This design comes from an exercise in tuning for small area, a short achievable clock period and few clock cycles on the open sky130 flow, not from production work. At most, simulation tests tie the RTL to the original design; equivalence was not proved.

==> pepper <==
// cmd_rx_check
module cmd_rx_check (
    input  wire         clk,
    input  wire         rst,           
    input  wire         in_valid,
    output wire         in_ready,
    input  wire [63:0]  in_data,
    input  wire         in_last,
    input  wire [3:0]   in_nbytes,     
    output reg          out_valid,
    output wire [2:0]   out_kind,
    output wire [7:0]   out_status,
    output wire [127:0] out_hdr
);
export LEC_CHECK = 0
export CAP_MARGIN = 20
export CORE_MARGIN = 2
export CORE_UTILIZATION = 40
export PLACE_DENSITY = 0.6
export SLEW_MARGIN = 20
create_clock -name core_clock -period 11.0 [get_ports {clk}]
standard.sh (not shown) runs the stock make flow with config.mk's settings and CLKGATE_MAP_FILE= SYNTH_SCRIPT=/design/flow/synth_recipe.tcl, a recipe that flattens the netlist after the stock synthesis.
==> flow/flow/run.sh <==
#!/bin/bash
set -euo pipefail
MARGIN=$(cat flow/margin.txt)
bash standard.sh synth > synth.log 2>&1
bash standard.sh SETUP_SLACK_MARGIN=$MARGIN \
    "BUFFER_PORTS_ARGS=-buffer_cell sky130_fd_sc_hd__buf_2" finish > layout.log 2>&1
==> flow/flow/margin.txt <==
7
==> inputs of umber, as changes to pepper <==
==> flow/run.sh (new file) <==
#!/bin/bash
# synth_recipe.tcl (not shown) runs the flow's synth.tcl, then flattens the netlist and writes it again
# the make line also repeats each setting of config.mk as NAME=value (left out here)
make -C /OpenROAD-flow-scripts/flow DESIGN_CONFIG=/design/flow/config.mk WORK_HOME=/design/flow/orfs CLKGATE_MAP_FILE= SYNTH_SCRIPT=/design/flow/synth_recipe.tcl finish
removed: flow/flow/run.sh
removed: flow/flow/margin.txt
removed: flow/standard.sh
==> impl_metrics.toml <==
[sta]
maxSlewHeadroom = 0.2948

[route]
wirelength_met1_um = 29450
met2WireLength_um = 32160

[layout]
diodes = 1
clock_area_frac = 0.04856

[run_status]
status = "finished clean"
That was pepper.
==> impl_metrics.toml <==
[layout]
diodes = 0
clock_area_frac = 0.05328

[run_status]
status = "finished clean"

[route]
wirelength_met1_um = 31120
met2WireLength_um = 31610
That was umber.
No run of this note included a check of the RTL's function; only the layout flow was run.

---

==> build 46: inputs <==
Another version of the RTL of cmd_rx_check (not shown whole).
clock: 11.0 ns
lec_check: 0
cap_margin: 20
core_margin: 2
core_utilization: 40
place_density: 0.6
slew_margin: 20
==> flow/flow/run.sh <==
#!/bin/bash
# Standard synthesis and layout; the only change is that repair_timing aims
# for SETUP_SLACK_MARGIN ns of setup slack at the design's own clock period
# (the SDC is unchanged), so that the achieved period is pushed lower.
set -euo pipefail
MARGIN=$(cat flow/margin.txt)
bash standard.sh synth > synth.log 2>&1
bash standard.sh SETUP_SLACK_MARGIN=$MARGIN finish > layout.log 2>&1
==> flow/flow/margin.txt <==
7
==> inputs of trial 47, as changes to build 46 <==
==> flow/run.sh (new file) <==
#!/bin/bash
# synth_recipe.tcl (not shown) runs the flow's synth.tcl, then flattens the netlist and writes it again
# the make line also repeats each setting of config.mk as NAME=value (left out here)
make -C /OpenROAD-flow-scripts/flow DESIGN_CONFIG=/design/flow/config.mk WORK_HOME=/design/flow/orfs CLKGATE_MAP_FILE= SYNTH_SCRIPT=/design/flow/synth_recipe.tcl finish
removed: flow/flow/run.sh
removed: flow/flow/margin.txt
removed: flow/standard.sh
==> inputs of trial 97, as changes to build 46 <==
==> flow/run.sh (new file) <==
#!/bin/bash
# synth_recipe.tcl (not shown) runs the flow's synth.tcl, then flattens the netlist and writes it again
# the make line also repeats each setting of config.mk as NAME=value (left out here)
make -C /OpenROAD-flow-scripts/flow DESIGN_CONFIG=/design/flow/config.mk WORK_HOME=/design/flow/orfs CLKGATE_MAP_FILE= SYNTH_SCRIPT=/design/flow/synth_recipe.tcl finish
--- a/flow/config.mk
+++ b/flow/config.mk
@@ -7,2 +7,3 @@
 export LEC_CHECK = 0
+export ABC_CLOCK_PERIOD_IN_PS = 3000
 export CAP_MARGIN = 20
removed: flow/flow/run.sh
removed: flow/flow/margin.txt
removed: flow/standard.sh
==> qor summary <==
| metric | build 46 | trial 97 | trial 47 |
|---|---|---|---|
| Critical path capture point | out_hdr[114] | v_kind[0]$_SDFF_PP1_ | v_kind[0]$_SDFF_PP1_ |
| Unrepaired setup endpoints after global routing | true | false | false |
| Run status | timing/DRC/antenna clean | timing/DRC/antenna clean | timing/DRC/antenna clean |
| Routed metal-1 wire length | 29600 um | 29400 um | 29400 um |
| Total routing resource utilization after global routing | 27.3% | 26.4% | 26.4% |
| Worst-path maximum fanout | 14 | 10 | 10 |
| Antenna violations before repair | 4 | 3 | 3 |
| Total vias in the final route | 14300 | 13900 | 13900 |
| Worst min-delay path endpoint | hdr[10]$_DFFE_PP_ | hdr[20]$_DFFE_PP_ | hdr[20]$_DFFE_PP_ |
| CP max stage delay | 0.56 ns | 0.76 ns | 0.76 ns |
| Sequential share of cell area | 31.6% | 33.0% | 33.0% |
| Clock latency of the later-clocked register in the worst-skew pair | 0.55 ns | 0.56 ns | 0.56 ns |
| Via density per instance | 5.38 | 5.36 | 5.36 |
| Global routing met2 resource utilization | 42.3% | 42.1% | 42.1% |
| Quantity of gates resized following cts | 139 | 0 | 0 |
| Worst Hold Slack | 0.506 ns | 0.489 ns | 0.489 ns |
| Wirelength per Cell | 26.5 um | 26.2 um | 26.2 um |
| Detailed-placement wirelength estimate | 52500 um | 52300 um | 52300 um |
Testbench counts of build 46, summed over its fixed seeds: cycles 87,206.
Testbench counts of trial 47, summed over its fixed seeds: cycles 87,206.
Testbench counts of trial 97, summed over its fixed seeds: cycles 87,206.

---

==> job 5199 <==
Another version of the RTL of cmd_rx_check (not shown whole).
Design cmd_rx_check, start of the top module:
module cmd_rx_check (
    input  wire         clk,
    input  wire         rst,           
    input  wire         in_valid,
    output wire         in_ready,
    input  wire [63:0]  in_data,
    input  wire         in_last,
    input  wire [3:0]   in_nbytes,     
    output reg          out_valid,
    output wire [2:0]   out_kind,
    output wire [7:0]   out_status,
    output wire [127:0] out_hdr
);
    localparam [2:0] K_ACCEPT     = 3'd0;
    localparam [2:0] K_RETRANSMIT = 3'd1;
    localparam [2:0] K_REPLY      = 3'd2;
    localparam [2:0] K_EVENT      = 3'd3;
    localparam [2:0] K_DISCARD    = 3'd4;
    localparam [2:0] K_DROP       = 3'd5;
    assign in_ready = 1'b1;
    function [31:0] residue(input [2:0] nm1);    
        case (nm1)
            3'd0:    residue = 32'h552E4907;
            3'd1:    residue = 32'h1C220F94;
            3'd2:    residue = 32'h441A975C;
            3'd3:    residue = 32'h73D74D75;
            3'd4:    residue = 32'h44C19592;
            3'd5:    residue = 32'hA8D58375;
            3'd6:    residue = 32'hBA8D89CA;
            default: residue = 32'hB798B438;
        endcase
    endfunction
    reg         r_v;
    reg         r_last;
    reg [2:0]   r_nm1;         
    reg [63:0]  r_d;
    integer k;
    reg [63:0] in_mask;
    always @(*) begin
        for (k = 0; k < 8; k = k + 1)
            in_mask[8*k +: 8] = (!in_last || k < in_nbytes) ? 8'hFF : 8'h00;
    end
    always @(posedge clk) begin
        if (rst)
            r_v <= 1'b0;
        else
            r_v <= in_valid;
    end
    always @(posedge clk) begin
        r_last <= in_last;
        r_nm1  <= in_nbytes[2:0] - 3'd1;
        r_d    <= in_data & in_mask;
    end
    reg [31:0]  crc;           
    reg [9:0]   bidx;          
  ...
export LEC_CHECK = 0
export CAP_MARGIN = 20
export CORE_MARGIN = 2
export CORE_UTILIZATION = 40
export PLACE_DENSITY = 0.6
export SLEW_MARGIN = 20
export SYNTH_HIERARCHICAL = 1
export SYNTH_MINIMUM_KEEP_SIZE = 0
create_clock -name core_clock -period 11.0 [get_ports {clk}]
==> flow/flow/run.sh <==
#!/bin/bash
set -euo pipefail
MARGIN=$(cat flow/margin.txt)
bash standard.sh synth > synth.log 2>&1
bash standard.sh SETUP_SLACK_MARGIN=$MARGIN \
    "BUFFER_PORTS_ARGS=-buffer_cell sky130_fd_sc_hd__buf_2" finish > layout.log 2>&1
==> flow/flow/margin.txt <==
7.5
==> inputs of job 8790, as changes to job 5199 <==
--- a/flow/design.v
+++ b/flow/design.v
@@ -199,35 +199,55 @@
             out_valid <= v_last;
     end
     always @(posedge clk) begin
         v_kind <= kind;
         v_st1  <= st1;
         v_st0  <= st0;
         v_st3  <= st3;
     end
-    wire [63:0] beat_hi = r2_b1 ? r2_d : 64'd0;
-    always @(posedge clk) begin
-        if (r2_lo || reply_now) begin
-            hdr[7:0]   <= r2_lo ? r2_d[7:0] : 8'h02;
-            hdr[47:32] <= r2_lo ? r2_d[47:32] : 16'd0;
-            hdr[49]    <= r2_lo && r2_d[49];
-            hdr[55:52] <= r2_lo ? r2_d[55:52] : 4'b0100;
-            hdr[63:56] <= r2_lo ? r2_d[63:56] : {4'd0, st3, 1'b0, st1, st0};
-        end
-        if (r2_lo) begin
-            hdr[31:8]  <= r2_d[31:8];
-            hdr[48]    <= r2_d[48];
-            hdr[51:50] <= r2_d[51:50];
-        end
-        if (r2_hi)
-            hdr[95:64] <= beat_hi[31:0];
-        if (r2_hi || pexp_now)
-            hdr[127:96] <= r2_hi ? beat_hi[63:32] : {16'd0, expected};
+    wire cap_lo   = r2_lo;
+    wire cap_hi   = r2_hi && r2_b1;
+    wire hold_cap = !r2_lo;                  
+    wire hold_lo  = !(r2_lo || reply_now);   
+    wire hold_adr = !r2_hi;                  
+    wire hold_par = !(r2_hi || pexp_now);    
+    reg [127:0] h_cap, h_hold, h_rep;
+    always @(*) begin
+        h_cap[63:0]    = {64{cap_lo}};
+        h_cap[127:64]  = {64{cap_hi}};
+        h_hold         = {128{hold_lo}};
+        h_hold[31:8]   = {24{hold_cap}};
+        h_hold[48]     = hold_cap;
+        h_hold[51:50]  = {2{hold_cap}};
+        h_hold[95:64]  = {32{hold_adr}};
+        h_hold[127:96] = {32{hold_par}};
+        h_rep          = 128'd0;
+        h_rep[1]       = reply_now;                
+        h_rep[54]      = reply_now;                
+        h_rep[56]      = reply_now && st0;         
+        h_rep[57]      = reply_now && st1;
+        h_rep[59]      = reply_now && st3;
+        h_rep[111:96]  = {16{pexp_now}} & expected;
     end
+    wire [127:0] hdr_d;
+    generate
+        for (gi = 0; gi < 128; gi = gi + 1) begin : g_hdr
+            if (gi == 1 || gi == 54 || gi == 56 || gi == 57 || gi == 59 ||
+                (gi >= 96 && gi < 112)) begin : g_rep
+                a221o_g u (.a1(h_cap[gi]), .a2(r2_d[gi % 64]), .b1(h_hold[gi]),
+                           .b2(hdr[gi]), .c1(h_rep[gi]), .x(hdr_d[gi]));
+            end else begin : g_norep
+                a22o_g u (.a1(h_cap[gi]), .a2(r2_d[gi % 64]), .b1(h_hold[gi]),
+                          .b2(hdr[gi]), .x(hdr_d[gi]));
+            end
+        end
+    endgenerate
+    always @(posedge clk)
+        hdr <= hdr_d;
     wire accept = out_valid && (v_kind == K_ACCEPT);
     wire [15:0] seq_c;             
     assign seq_c[0] = 1'b1;
     generate
         for (gi = 1; gi < 16; gi = gi + 1) begin : g_seqc
             assign seq_c[gi] = &h_seq[gi - 1:0];
         end
     endgenerate
@@ -1344,8 +1364,15 @@
     assign y = a ^ b;
 endmodule
 module nor2_g (input wire a, input wire b, output wire y);
     assign y = !(a || b);
 endmodule
 module nand4_g (input wire a, input wire b, input wire c, input wire d, output wire y);
     assign y = !(a && b && c && d);
 endmodule
+module a221o_g (input wire a1, input wire a2, input wire b1, input wire b2, input wire c1,
+                output wire x);
+    assign x = (a1 && a2) || (b1 && b2) || c1;
+endmodule
+module a22o_g (input wire a1, input wire a2, input wire b1, input wire b2, output wire x);
+    assign x = (a1 && a2) || (b1 && b2);
+endmodule
- ABC_AREA: unset -> 1
- CTS_CLUSTER_DIAMETER: unset -> 120
- CTS_CLUSTER_SIZE: unset -> 25
==> inputs of job 1561, as changes to job 5199 <==
--- a/flow/design.v
+++ b/flow/design.v
@@ -199,35 +199,55 @@
             out_valid <= v_last;
     end
     always @(posedge clk) begin
         v_kind <= kind;
         v_st1  <= st1;
         v_st0  <= st0;
         v_st3  <= st3;
     end
-    wire [63:0] beat_hi = r2_b1 ? r2_d : 64'd0;
-    always @(posedge clk) begin
-        if (r2_lo || reply_now) begin
-            hdr[7:0]   <= r2_lo ? r2_d[7:0] : 8'h02;
-            hdr[47:32] <= r2_lo ? r2_d[47:32] : 16'd0;
-            hdr[49]    <= r2_lo && r2_d[49];
-            hdr[55:52] <= r2_lo ? r2_d[55:52] : 4'b0100;
-            hdr[63:56] <= r2_lo ? r2_d[63:56] : {4'd0, st3, 1'b0, st1, st0};
-        end
-        if (r2_lo) begin
-            hdr[31:8]  <= r2_d[31:8];
-            hdr[48]    <= r2_d[48];
-            hdr[51:50] <= r2_d[51:50];
-        end
-        if (r2_hi)
-            hdr[95:64] <= beat_hi[31:0];
-        if (r2_hi || pexp_now)
-            hdr[127:96] <= r2_hi ? beat_hi[63:32] : {16'd0, expected};
+    wire cap_lo   = r2_lo;
+    wire cap_hi   = r2_hi && r2_b1;
+    wire hold_cap = !r2_lo;                  
+    wire hold_lo  = !(r2_lo || reply_now);   
+    wire hold_adr = !r2_hi;                  
+    wire hold_par = !(r2_hi || pexp_now);    
+    reg [127:0] h_cap, h_hold, h_rep;
+    always @(*) begin
+        h_cap[63:0]    = {64{cap_lo}};
+        h_cap[127:64]  = {64{cap_hi}};
+        h_hold         = {128{hold_lo}};
+        h_hold[31:8]   = {24{hold_cap}};
+        h_hold[48]     = hold_cap;
+        h_hold[51:50]  = {2{hold_cap}};
+        h_hold[95:64]  = {32{hold_adr}};
+        h_hold[127:96] = {32{hold_par}};
+        h_rep          = 128'd0;
+        h_rep[1]       = reply_now;                
+        h_rep[54]      = reply_now;                
+        h_rep[56]      = reply_now && st0;         
+        h_rep[57]      = reply_now && st1;
+        h_rep[59]      = reply_now && st3;
+        h_rep[111:96]  = {16{pexp_now}} & expected;
     end
+    wire [127:0] hdr_d;
+    generate
+        for (gi = 0; gi < 128; gi = gi + 1) begin : g_hdr
+            if (gi == 1 || gi == 54 || gi == 56 || gi == 57 || gi == 59 ||
+                (gi >= 96 && gi < 112)) begin : g_rep
+                a221o_g u (.a1(h_cap[gi]), .a2(r2_d[gi % 64]), .b1(h_hold[gi]),
+                           .b2(hdr[gi]), .c1(h_rep[gi]), .x(hdr_d[gi]));
+            end else begin : g_norep
+                a22o_g u (.a1(h_cap[gi]), .a2(r2_d[gi % 64]), .b1(h_hold[gi]),
+                          .b2(hdr[gi]), .x(hdr_d[gi]));
+            end
+        end
+    endgenerate
+    always @(posedge clk)
+        hdr <= hdr_d;
     wire accept = out_valid && (v_kind == K_ACCEPT);
     wire [15:0] seq_c;             
     assign seq_c[0] = 1'b1;
     generate
         for (gi = 1; gi < 16; gi = gi + 1) begin : g_seqc
             assign seq_c[gi] = &h_seq[gi - 1:0];
         end
     endgenerate
@@ -1344,8 +1364,15 @@
     assign y = a ^ b;
 endmodule
 module nor2_g (input wire a, input wire b, output wire y);
     assign y = !(a || b);
 endmodule
 module nand4_g (input wire a, input wire b, input wire c, input wire d, output wire y);
     assign y = !(a && b && c && d);
 endmodule
+module a221o_g (input wire a1, input wire a2, input wire b1, input wire b2, input wire c1,
+                output wire x);
+    assign x = (a1 && a2) || (b1 && b2) || c1;
+endmodule
+module a22o_g (input wire a1, input wire a2, input wire b1, input wire b2, output wire x);
+    assign x = (a1 && a2) || (b1 && b2);
+endmodule
==> flow/flow/run.sh (replaced) <==
#!/bin/bash
set -euo pipefail
MARGIN=$(cat flow/margin.txt)
bash standard.sh synth > synth.log 2>&1
bash standard.sh SETUP_SLACK_MARGIN=$MARGIN \
    "BUFFER_PORTS_ARGS=-buffer_cell sky130_fd_sc_hd__buf_1" finish > layout.log 2>&1
- CTS_CLUSTER_DIAMETER: unset -> 120
- CTS_CLUSTER_SIZE: unset -> 25
==> inputs of job 3388, as changes to job 5199 <==
--- a/flow/design.v
+++ b/flow/design.v
@@ -200,34 +200,50 @@
     end
     always @(posedge clk) begin
         v_kind <= kind;
         v_st1  <= st1;
         v_st0  <= st0;
         v_st3  <= st3;
     end
     wire [63:0] beat_hi = r2_b1 ? r2_d : 64'd0;
-    always @(posedge clk) begin
-        if (r2_lo || reply_now) begin
-            hdr[7:0]   <= r2_lo ? r2_d[7:0] : 8'h02;
-            hdr[47:32] <= r2_lo ? r2_d[47:32] : 16'd0;
-            hdr[49]    <= r2_lo && r2_d[49];
-            hdr[55:52] <= r2_lo ? r2_d[55:52] : 4'b0100;
-            hdr[63:56] <= r2_lo ? r2_d[63:56] : {4'd0, st3, 1'b0, st1, st0};
-        end
-        if (r2_lo) begin
-            hdr[31:8]  <= r2_d[31:8];
-            hdr[48]    <= r2_d[48];
-            hdr[51:50] <= r2_d[51:50];
-        end
-        if (r2_hi)
-            hdr[95:64] <= beat_hi[31:0];
-        if (r2_hi || pexp_now)
-            hdr[127:96] <= r2_hi ? beat_hi[63:32] : {16'd0, expected};
+    reg [127:0] hdr_n;
+    reg [127:0] hdr_en;
+    always @(*) begin
+        hdr_n[7:0]     = r2_lo ? r2_d[7:0] : 8'h02;
+        hdr_n[47:32]   = r2_lo ? r2_d[47:32] : 16'd0;
+        hdr_n[49]      = r2_lo && r2_d[49];
+        hdr_n[55:52]   = r2_lo ? r2_d[55:52] : 4'b0100;
+        hdr_n[63:56]   = r2_lo ? r2_d[63:56] : {4'd0, st3, 1'b0, st1, st0};
+        hdr_en[7:0]    = {8{r2_lo || reply_now}};
+        hdr_en[47:32]  = {16{r2_lo || reply_now}};
+        hdr_en[49]     = r2_lo || reply_now;
+        hdr_en[55:52]  = {4{r2_lo || reply_now}};
+        hdr_en[63:56]  = {8{r2_lo || reply_now}};
+        hdr_n[31:8]    = r2_d[31:8];
+        hdr_n[48]      = r2_d[48];
+        hdr_n[51:50]   = r2_d[51:50];
+        hdr_en[31:8]   = {24{r2_lo}};
+        hdr_en[48]     = r2_lo;
+        hdr_en[51:50]  = {2{r2_lo}};
+        hdr_n[95:64]   = beat_hi[31:0];
+        hdr_en[95:64]  = {32{r2_hi}};
+        hdr_n[127:96]  = r2_hi ? beat_hi[63:32] : {16'd0, expected};
+        hdr_en[127:96] = {32{r2_hi || pexp_now}};
     end
+    wire [127:0] hdr_d;
+    wire [127:0] hdr_hold = ~hdr_en;
+    generate
+        for (gi = 0; gi < 128; gi = gi + 1) begin : g_hdr
+            a22o_g u (.a1(hdr_en[gi]), .a2(hdr_n[gi]), .b1(hdr_hold[gi]), .b2(hdr[gi]),
+                      .x(hdr_d[gi]));
+        end
+    endgenerate
+    always @(posedge clk)
+        hdr <= hdr_d;
     wire accept = out_valid && (v_kind == K_ACCEPT);
     wire [15:0] seq_c;             
     assign seq_c[0] = 1'b1;
     generate
         for (gi = 1; gi < 16; gi = gi + 1) begin : g_seqc
             assign seq_c[gi] = &h_seq[gi - 1:0];
         end
     endgenerate
@@ -1344,8 +1360,11 @@
     assign y = a ^ b;
 endmodule
 module nor2_g (input wire a, input wire b, output wire y);
     assign y = !(a || b);
 endmodule
 module nand4_g (input wire a, input wire b, input wire c, input wire d, output wire y);
     assign y = !(a && b && c && d);
 endmodule
+module a22o_g (input wire a1, input wire a2, input wire b1, input wire b2, output wire x);
+    assign x = (a1 && a2) || (b1 && b2);
+endmodule
==> comparison table <==
item	job 3388	job 8790	job 5199	job 1561
Met3 layer wire length in the routed design	2.814 mm	3.454 mm	3.049 mm	2.627 mm
Initial antenna violation count	2	0	0	0
Iteration-0 DRC Markers	1169	1683	919	920
Share of the core filled with cells in the final layout	0.4681	0.4401	0.4695	0.4432
Vias in the first global route	13800	20050	12720	12820
Total core area	46460 µm²	60130 µm²	46560 µm²	45280 µm²
Capture instance of the worst register-to-register path	v_z2[0]	hdr[109]	v_z2[0]	crc[24]
Run status	timing/DRC/antenna clean	timing/DRC/antenna clean	timing/DRC/antenna clean	timing/DRC/antenna clean
Upper clock frequency limit	0.2893 GHz	0.2897 GHz	0.2877 GHz	0.2914 GHz
FP Rows	79	90	79	78
Number of non-clock inverters in the layout	43	1268	46	36
Post-Synthesis Mean Instance Area	10.23 µm²	5.558 µm²	11.10 µm²	10.50 µm²
Setup crit start	hdr[28]	hdr[28]	hdr[49]	hdr[26]
Sum of routed wire length over all layers	60.83 mm	74.88 mm	56.83 mm	57.45 mm
Final Worst Setup Slack	7.544 ns	7.548 ns	7.524 ns	7.569 ns
Routed wl met2	29.45 mm	34.77 mm	26.90 mm	27.71 mm
Die area	48790 µm²	62470 µm²	48940 µm²	47410 µm²
Clock buffer count	61	24	57	22
Testbench counts of job 8790, summed over its fixed seeds: cycles 87,214.
Testbench counts of job 1561, summed over its fixed seeds: cycles 87,214.
For job 5199 and job 3388, only the layout was checked, not whether the RTL still works.

port drivers added, routing unchanged:
Ports are ideal in the flow. The routed layouts listed here were re-timed in OpenROAD. Step 1, drivers: a clkbuf_16 drives clk and a buf_2 each remaining input, both assumed. Step 2 also shifts input and output timing later by t, the mid clock arrival at the registers, as if the neighbouring blocks saw the same clock. Slacks: ideal / step 1 / step 2; pairs: ideal / step 1.
| run | shift t [ns] | setup WS [ns] | worst setup path after step 2 |
|---|---|---|---|
| pepper | 0.615 | 6.875 / 6.875 / 6.549 | input to register |
| umber | 0.604 | 4.551 / 4.551 / 4.551 | register to register |
| build 46 | 0.593 | 6.949 / 6.895 / 6.726 | input to register |
| trial 47 | 0.606 | 6.140 / 6.140 / 6.140 | register to register |
| trial 97 | 0.606 | 6.140 / 6.140 / 6.140 | register to register |
| job 5199 | 0.612 | 7.524 / 7.467 / 7.201 | input to register |
| job 8790 | 0.597 | 7.548 / 7.491 / 7.212 | input to register |
| job 1561 | 0.590 | 7.569 / 7.512 / 7.232 | input to register |
| job 3388 | 0.628 | 7.544 / 7.486 / 7.258 | input to register |
After both steps setup and hold are still met in every run listed. The setup slack of job 1561, which loses most, moves by -0.057 ns with the drivers and by -0.337 ns with both steps.
